What follows belongs to an exercise in optimizing a design on an open flow for small area and a short achievable clock period; a production flow would make more cautious choices.
At most, simulation tests tie the RTL to the original design; equivalence was not proved.
No activity file was given, so power comes from the tool's default toggle rates.

## fmul36
module fmul36 (
    input  wire        clk,
    input  wire        rst,
    input  wire        in_valid,
    input  wire [35:0] a,
    input  wire [35:0] b,
    input  wire [2:0]  rm,
    input  wire        ftz,
    output reg         out_valid,
    output reg  [35:0] result,
    output reg         iv,
    output reg         of,
    output reg         uf,
    output reg         nx
);
For scale: roughly 320 flip-flops, ~0.038 mm² of cells after synthesis.
make LEC_CHECK=0 CAP_MARGIN=20 CORE_MARGIN=2 CORE_UTILIZATION=40 SLEW_MARGIN=20 finish   # period 16.5 ns
run.sh (not shown) runs the stock make flow with config.mk's settings and CLKGATE_MAP_FILE= SYNTH_SCRIPT=/design/flow/synth_recipe.tcl, a recipe that flattens the netlist after the stock synthesis.
Edit:
Settings changed: ABC_CLOCK_PERIOD_IN_PS set to 3500.
=> The new run ran to the end with no violations. Worst hold slack stays the same. Synthesized cell count is unchanged. Final area stays the same. Utilization does not change. Die area stays the same.

* * *

## run 1
Another version of the RTL of fmul36 (not shown whole).
For scale: ~3500 cells after synthesis, roughly 370 flip-flops.
make LEC_CHECK=0 CAP_MARGIN=20 CORE_MARGIN=2 CORE_UTILIZATION=40 CTS_BUF_LIST='sky130_fd_sc_hd__clkbuf_4 sky130_fd_sc_hd__clkbuf_8' SLEW_MARGIN=20 SYNTH_HIERARCHICAL=1 SYNTH_MINIMUM_KEEP_SIZE=0 finish   # period 16.5 ns
Modified inputs, run 2 compared to run 1
Settings: CTS_BUF_LIST removed (was sky130_fd_sc_hd__clkbuf_4 sky130_fd_sc_hd__clkbuf_8).
Notes after the runs:
- Timing, DRC, antenna: 0 failures across run 1 and run 2
- As far as area share of buffers outside the clock network is concerned, run 2 and run 1 perform about the same.
- Maximum vdd ir drop of run 1 is on par with run 2.
- In the flow results for run 1 and run 2, the worst relative slew slack is smaller on run 1.
- Run 2 against run 1: sequential cell fraction of total power fell 0.2 points; final setup skew rose 0.0039 ns; total power draw rose 1.4%; fmax rose about 0.7%; number of maximum-capacitance violations about even.
[inputs] run 3 vs run 2
==> flow/flow/run.sh (new file) <==
#!/bin/bash
# The standard layout (bash standard.sh: the standard synthesis and ORFS
# from floorplan to finish), with every port buffered by buf_2 instead of
# the buffer buffer_ports picks by default.
set -euo pipefail
export BUFFER_PORTS_ARGS="-buffer_cell sky130_fd_sc_hd__buf_2"
bash standard.sh > standard.log 2>&1
==> flow/standard.sh (new file) <==
#!/bin/bash
# synth_recipe.tcl (not shown) runs the flow's synth.tcl, then flattens the netlist and writes it again
# the make line also repeats each setting of config.mk as NAME=value (left out here)
make -C /OpenROAD-flow-scripts/flow DESIGN_CONFIG=/design/flow/config.mk WORK_HOME=/design/flow/orfs CLKGATE_MAP_FILE= SYNTH_SCRIPT=/design/flow/synth_recipe.tcl "${@:-finish}"
removed: flow/run.sh
--- outcome ---
- Per the comparison of run 3 with run 2, sequential share of layout area went up, area added between synthesis and finish went down, worst-case setup margin in the final layout went down.
- The clock latency on the worst-skew pair of run 2 and that of run 3 are within noise of each other.
- The total number of vias reported for run 3 is smaller than that of run 2 by 91.
- Diff run 2 -> run 3: sum of internal, switching and leakage power lost 72 uW, hold slack +0.0040 ns, number of antenna violations at the first check in global routing up 1.
- As far as number of sequential cells in the layout goes, run 3 and run 2 are indistinguishable; the numbers are identical.
No functional check of the RTL was part of any run of this note.

* * *

fmul36, a different RTL version from the one above (not shown whole).
Size: about 3,200 cells after synthesis, about 120 I/O pins, about 32,000 um2 of cells after synthesis.
// fmul36
module fmul36 (
    input  wire        clk,
    input  wire        rst,
    input  wire        in_valid,
    input  wire [35:0] a,
    input  wire [35:0] b,
    input  wire [2:0]  rm,
    input  wire        ftz,
    output reg         out_valid,
    output reg  [35:0] result,
    output reg         iv,
    output reg         of,
    output reg         uf,
    output reg         nx
);
    reg        v1;
    reg [35:0] a1, b1;       
    reg        az1, bz1;     
    reg [2:0]  rm1;
    reg        ftz1;
    reg [13:0] bone1, btwo1;     
    reg [12:0] bneg1;
    wire [28:0] bxi = {1'b0, b[34:26] != 9'd0, b[25:0], 1'b0};
    reg  [13:0] bone_i, btwo_i, bneg_i;
    integer bk;
    always @(*) begin
        for (bk = 0; bk < 14; bk = bk + 1) begin
            bone_i[bk] = bxi[2 * bk + 1] ^ bxi[2 * bk];
            btwo_i[bk] = (bxi[2 * bk + 2] & !bxi[2 * bk + 1] & !bxi[2 * bk]) |
                         (!bxi[2 * bk + 2] & bxi[2 * bk + 1] & bxi[2 * bk]);
            bneg_i[bk] = bxi[2 * bk + 2] & !(bxi[2 * bk + 1] & bxi[2 * bk]);
        end
    end
    always @(posedge clk) begin
  ...
clock: 16.5 ns
lec_check: 0
cap_margin: 20
core_margin: 2
core_utilization: 40
slew_margin: 80
synth_hierarchical: 1
synth_minimum_keep_size: 0
standard.sh (not shown) runs the stock make flow with config.mk's settings and CLKGATE_MAP_FILE= SYNTH_SCRIPT=/design/flow/synth_recipe.tcl, a recipe that flattens the netlist after the stock synthesis.
==> flow/flow/run.sh <==
#!/bin/bash
# The standard layout (bash standard.sh: the standard synthesis and ORFS
# from floorplan to finish), with every port buffered by buf_2 instead of
# the buffer buffer_ports picks by default.
set -euo pipefail
export BUFFER_PORTS_ARGS="-buffer_cell sky130_fd_sc_hd__buf_2"
bash standard.sh > standard.log 2>&1
Next try:
- SLEW_MARGIN: 80 -> 60
=> Final area falls by roughly a tenth; global-route usage shrinks by 0.86 points; synthesized area is unchanged.

* * *

v6:
Another version of the RTL of fmul36 (not shown whole).
For scale: roughly 120 I/O pins, about 32000 µm² of cells after synthesis.
export LEC_CHECK = 0
export CAP_MARGIN = 20
export CORE_MARGIN = 2
export CORE_UTILIZATION = 50
export CTS_CLUSTER_DIAMETER = 120
export CTS_CLUSTER_SIZE = 30
export SLEW_MARGIN = 60
export SYNTH_HIERARCHICAL = 1
export SYNTH_MINIMUM_KEEP_SIZE = 0
create_clock -name core_clock -period 16.5 [get_ports {clk}]
Scripts as last shown in full above: flow/flow/run.sh
Every stage of the flow completed for v6, and the final layout passed the timing, design-rule and antenna checks.
Input changes introduced in v7 (baseline for comparison: v6):
- swapping 50 for 40 in CORE_UTILIZATION
v7 -> v6: maximum fanout count along the critical path delta 0, exact match
Compared with v6, v7 shows non-clock buffer total of the final layout higher by 15.
Taking v6 over v7, the count of clock-buffer cells in the layout ratio works out to 1.09.
No run of this note included a check of the RTL's function; only the layout flow was run.

* * *

Another version of the RTL of fmul36 (not shown whole).
Size in the first run: ~3500 cells after synthesis, about 370 flip-flops, ~0.033 sq mm of cells after synthesis.
export LEC_CHECK = 0
export CAP_MARGIN = 20
export CORE_MARGIN = 2
export CORE_UTILIZATION = 40
export SLEW_MARGIN = 60
export SYNTH_HIERARCHICAL = 1
export SYNTH_MINIMUM_KEEP_SIZE = 0
create_clock -name core_clock -period 16.5 [get_ports {clk}]
Scripts as last shown in full above: flow/flow/run.sh
The starting point finished with timing, DRC and antenna clean.
Next try:
--- a/flow/config.mk
+++ b/flow/config.mk
@@ -9,5 +9,5 @@
 export CORE_MARGIN = 2
 export CORE_UTILIZATION = 40
-export SLEW_MARGIN = 60
+export SLEW_MARGIN = 20
 export SYNTH_HIERARCHICAL = 1
 export SYNTH_MINIMUM_KEEP_SIZE = 0
What happened: Sequential share of layout area is higher by 0.20 points. Synthesized area does not change. Routed wire length is lower by 0.37%. Clock power goes down by 8.2%. Setup slack got worse by 0.23 ns. Clock skew is about the same. Via count hardly moves. Register-to-register slack loses 0.23 ns. Die area is unchanged. Non-clock buffer count went down by 3. Core utilization goes down by 0.46 points.
No functional check of the RTL was part of any run of this note.

* * *

## ember
Another version of the RTL of fmul36 (not shown whole).
Size: about 3700 cells after synthesis, ~360 flip-flops, ~0.035 sq mm of cells after synthesis.
==> flow/design.v (excerpt) <==
module fmul36 (
    input  wire        clk,
    input  wire        rst,
    input  wire        in_valid,
    input  wire [35:0] a,
    input  wire [35:0] b,
    input  wire [2:0]  rm,
    input  wire        ftz,
    output reg         out_valid,
    output reg  [35:0] result,
    output reg         iv,
    output reg         of,
    output reg         uf,
    output reg         nx
);
    reg        v1;
    reg [35:0] a1, b1;       
    reg        az1, bz1;     
    reg [2:0]  rm1;
    reg        ftz1;
    always @(posedge clk) begin
        if (rst)
            v1 <= 1'b0;
        else
            v1 <= in_valid;
        a1   <= {a[35:26], ~a[25:0]};
        b1   <= {b[35:26], ~b[25:0]};
        az1  <= (a[34:26] == 9'd0);
        bz1  <= (b[34:26] == 9'd0);
        rm1  <= rm;
        ftz1 <= ftz;
    end
    wire        sa = a1[35];
    wire        sb = b1[35];
    wire [8:0]  ea = a1[34:26];
    wire [8:0]  eb = b1[34:26];
    wire [25:0] fan = a1[25:0];
    wire [25:0] fbn = b1[25:0];
    wire [25:0] fa = ~fan;
    wire [25:0] fb = ~fbn;
    wire a_sub  = az1;
    wire b_sub  = bz1;
    wire a_max  = (ea == 9'h1FF);
    wire b_max  = (eb == 9'h1FF);
    wire a_fnz  = (fa != 26'd0);
    wire b_fnz  = (fb != 26'd0);
    wire a_nan  = a_max & a_fnz;
    wire b_nan  = b_max & b_fnz;
    wire a_inf  = a_max & !a_fnz;
    wire b_inf  = b_max & !b_fnz;
    wire a_zero = a_sub & (!a_fnz | ftz1);
    wire b_zero = b_sub & (!b_fnz | ftz1);
    wire inv0   = (a_inf & b_zero) | (b_inf & a_zero);
    wire s      = sa ^ sb;
    wire sp     = a_nan | b_nan | a_inf | b_inf | a_zero | b_zero;
    wire sp_nan = a_nan | b_nan | inv0;
    wire sp_inf = a_inf | b_inf;
    wire sp_iv  = (a_nan & !fa[25]) | (b_nan & !fb[25]) | inv0;
    reg [1:0] rc;
    reg       ovf_inf;
    always @(*) begin
        case (rm1)
  ...
Settings: LEC_CHECK=0, CAP_MARGIN=20, CORE_MARGIN=2, CORE_UTILIZATION=40, SLEW_MARGIN=20, SYNTH_HIERARCHICAL=1, SYNTH_MINIMUM_KEEP_SIZE=0; clock period 16.5 ns.
run.sh (not shown) runs the stock make flow with config.mk's settings and CLKGATE_MAP_FILE= SYNTH_SCRIPT=/design/flow/synth_recipe.tcl, a recipe that flattens the netlist after the stock synthesis.
Stock flow here: none of the scripts above is used.
The following lists how xenon was set up differently from ember:
Settings: CORE_UTILIZATION: 40 -> 65.
[summary]
- xenon has completed all stages; timing, DRC and antenna checks passed.
- The worst path required time on ember is in line with that on xenon.
- Compared with ember, xenon shows antenna diode count higher by 1.
- Measured against xenon, the weighted congestion reported at the end of routability-driven placement of ember comes out at 0.929 times the reference value.
- Max sequential group share of total power across ember and xenon: xenon
- ember and xenon ended up with roughly the same routed wire length.
- The post-route worst hold slack of xenon is lower than that of ember.
No functional check of the RTL was part of any run of this note.

==> afterwards: timing with drivers on the ports <==
Ports are ideal in the flow. The routed layouts listed here were re-timed in OpenROAD.
Step 1 assumes that a clkbuf_16 drives the clock port and a buf_2 every other input.
Step 2 adds t to the input delays and takes it off the output delays; t is the mean of the earliest and latest rising clock arrival at the registers after step 1. Input paths then give back, and output paths get back, about the clock's delay inside the block.
Slacks: no drivers / after step 1 / after step 2; pairs: no drivers / after step 1.
run	t, ns	setup WS [ns]	slew at the worst register clock pin (ns)	worst data-port slew with drivers (ns)
the first run of note 1	0.647	8.537 / 8.537 / 8.537	0.07 / 0.07	0.04
the second run of note 1	0.647	8.537 / 8.537 / 8.537	0.07 / 0.07	0.04
run 1	0.724	11.532 / 11.532 / 11.532	0.08 / 0.08	0.05
run 2	0.653	11.568 / 11.568 / 11.568	0.07 / 0.07	0.05
run 3	0.665	11.445 / 11.445 / 11.445	0.07 / 0.07	0.05
the first run of note 3	0.659	11.975 / 11.975 / 11.975	0.07 / 0.07	0.05
the second run of note 3	0.668	12.123 / 12.068 / 12.123	0.07 / 0.07	0.04
v6	0.637	11.918 / 11.918 / 11.736	0.12 / 0.12	0.06
v7	0.629	12.090 / 12.090 / 11.709	0.12 / 0.12	0.05
the first run of note 5	0.659	11.806 / 11.806 / 11.806	0.08 / 0.08	0.04
the second run of note 5	0.659	11.574 / 11.574 / 11.574	0.08 / 0.08	0.05
ember	0.671	11.557 / 11.557 / 11.557	0.07 / 0.07	0.05
xenon	0.641	11.412 / 11.412 / 11.412	0.07 / 0.07	0.06
After both steps every run listed still meets setup and hold. For v7, which loses most, drivers alone change the setup slack by 0.000 ns; drivers and shift together by -0.381 ns.
